What follows belongs to an exercise in optimizing a design on an open flow for small area; a production flow would make more cautious choices.
The RTL was checked by simulation tests, not by an equivalence proof against the original design.
No activity file was given, so power comes from the tool's default toggle rates.

==> flow/design.v (excerpt) <==
module ps_channel (
    input  wire        clk,
    input  wire        rst,
    input  wire        a_in,
    input  wire        b_in,
    input  wire        z_in,
    input  wire [7:0]  cfg_filt,
    input  wire        cfg_mode,       
    input  wire        cfg_inv,
    input  wire [1:0]  cfg_z_mode,
    input  wire        cfg_z_inv,
    input  wire        cfg_home_req,
    input  wire [23:0] cfg_cpr_m1,
    input  wire [7:0]  cfg_still,      
    input  wire [23:0] cfg_z_tol,
    input  wire        cmd_set_pos,
    input  wire [23:0] preset_pos,
    input  wire [31:0] preset_rev,
    input  wire        cmd_arm_z,
    input  wire        cmp_wr,
    input  wire        cmp_wr_en,
    input  wire        cmp_wr_repeat,
    input  wire [1:0]  cmp_wr_cdir,
    input  wire [23:0] cmp_wr_value,
    input  wire        snap,
    output reg  [23:0] pos,
    output reg  [31:0] rev,
    output reg         dir,            
    output reg         homed,
    output wire        moving,
    output wire [4:0]  cond,           
    output reg  [23:0] zcap,
    output wire [31:0] zerr,
    output reg         cmp_en,
    output reg         cmp_fire,
    output reg         cmp_fire_dir,
    output reg  [47:0] cmp_time,
    output reg         cmd_err,
    output wire        snap_valid,
    output reg  [23:0] snap_pos,
    output reg  [31:0] snap_rev,
    output reg         snap_dir,
    output reg         snap_homed,
    output reg         snap_moving,
    output wire [31:0] snap_speed,     
    output wire [31:0] snap_rpm,       
    output wire        snap_range
);
    localparam [25:0] DS_SEED = 26'h0000001;
    localparam [25:0] DS_LAST = 26'h2B87031;
    wire [23:0] m = cfg_cpr_m1;
    wire [7:0]  f = cfg_filt;
  ...
export LEC_CHECK = 0
export ABC_AREA = 1
export CAP_MARGIN = 20
export CORE_MARGIN = 2
export CORE_UTILIZATION = 60
export CTS_BUF_LIST = sky130_fd_sc_hd__clkbuf_8
export CTS_CLUSTER_DIAMETER = 50
export CTS_CLUSTER_SIZE = 20
export GPL_TIMING_DRIVEN = 0
export SLEW_MARGIN = 20
create_clock -name core_clock -period 20.0 [get_ports {clk}]
standard.sh (not shown) runs the stock make flow with config.mk's settings and CLKGATE_MAP_FILE= SYNTH_SCRIPT=/design/flow/synth_recipe.tcl, a recipe that flattens the netlist after the stock synthesis.
==> flow/flow/run.sh <==
#!/bin/bash
# The standard layout (the standard.sh, standard synthesis unchanged) with
# three ORFS settings changed:
#  - every input and output port is still buffered, with the smallest buffer
#    cell (sky130_fd_sc_hd__buf_1) instead of the one buffer_ports picks;
#  - the buffers ABC inserted are removed at floorplan (REMOVE_ABC_BUFFERS),
#    and repair_design re-buffers only where slew or capacitance need it;
#  - global placement is not timing-driven (no extra placement buffers).
set -euo pipefail
bash standard.sh \
  "BUFFER_PORTS_ARGS=-buffer_cell sky130_fd_sc_hd__buf_1" \
  REMOVE_ABC_BUFFERS=1 \
  GPL_TIMING_DRIVEN=0 \
  finish > standard_flow.log 2>&1
The baseline finished clean.
Next try:
--- a/flow/design.v
+++ b/flow/design.v
@@ -208,26 +208,31 @@
     output reg         snap_homed,
     output reg         snap_moving,
     output wire [31:0] snap_speed,     
     output wire [31:0] snap_rpm,       
     output wire        snap_range
 );
     localparam [25:0] DS_SEED = 26'h0000001;
     localparam [25:0] DS_LAST = 26'h2B87031;
     wire [23:0] m = cfg_cpr_m1;
     wire [7:0]  f = cfg_filt;
     reg  [47:0] ts;
     wire [47:0] ts_inc;
-    ps_inc #(.W(48)) u_ts  (.a(rst ? {40'hFF_FFFF_FFFF, ~f} : ts), .ci(1'b1), .y(ts_inc), .co());
-    always @(posedge clk) ts <= ts_inc;
+    wire [7:0]  f_neg;
+    ps_inc #(.W(48)) u_ts  (.a(ts), .ci(1'b1), .y(ts_inc), .co());
+    ps_inc #(.W(8))  u_fng (.a(~f), .ci(1'b1), .y(f_neg), .co());
+    always @(posedge clk) begin
+        if (rst) ts <= {{40{|f}}, f_neg};
+        else     ts <= ts_inc;
+    end
     reg [1:0] a_sync, b_sync, z_sync;
     always @(posedge clk) begin
         if (rst) begin
             a_sync <= 2'b00;
             b_sync <= 2'b00;
             z_sync <= 2'b00;
         end else begin
             a_sync <= {a_sync[0], a_in};
             b_sync <= {b_sync[0], b_in};
             z_sync <= {z_sync[0], z_in};
         end
     end
Design area goes up slightly.
Core utilization goes up by 0.61 points.
Combinational power goes up by a few percent.
Register-to-register slack gains 0.28 ns.
Non-clock buffer count goes up by 15.
Clock-buffer cell count goes down by 2.
Clock power goes down slightly.
Die area goes up slightly.
Flip-flop and latch count does not change.
Power goes up slightly.

==> afterwards: timing with drivers on the ports <==
How much do the figures lean on ideal ports? The routed layouts below were timed once more, with nothing changed but the port constraints. Step 1: set_driving_cell puts a clkbuf_16 on clk and a buf_2 on each other input, an assumption about the parent block. Step 2 moves the port delays by t, midway between the first and last clock arrival at a register: inputs arrive t later, outputs are due t later. That takes back most of the time a late clock gives input paths. a / b / c = no drivers / after step 1 / after step 2; a / b = the first two.
run	shift t [ns]	setup WS [ns]	hold WS [ns]	clock arrival spread, ns	slew at the worst register clock pin (ns)
the first run	0.756	0.970 / 0.964 / 0.208	0.402 / 0.402 / 0.402	0.046 / 0.046	0.12 / 0.12
the second run	0.738	0.915 / 0.949 / 0.212	0.418 / 0.418 / 0.418	0.029 / 0.029	0.11 / 0.11
After both steps setup and hold are still met in every run listed. For the first run, which loses most, drivers alone change the setup slack by -0.006 ns; drivers and shift together by -0.762 ns.
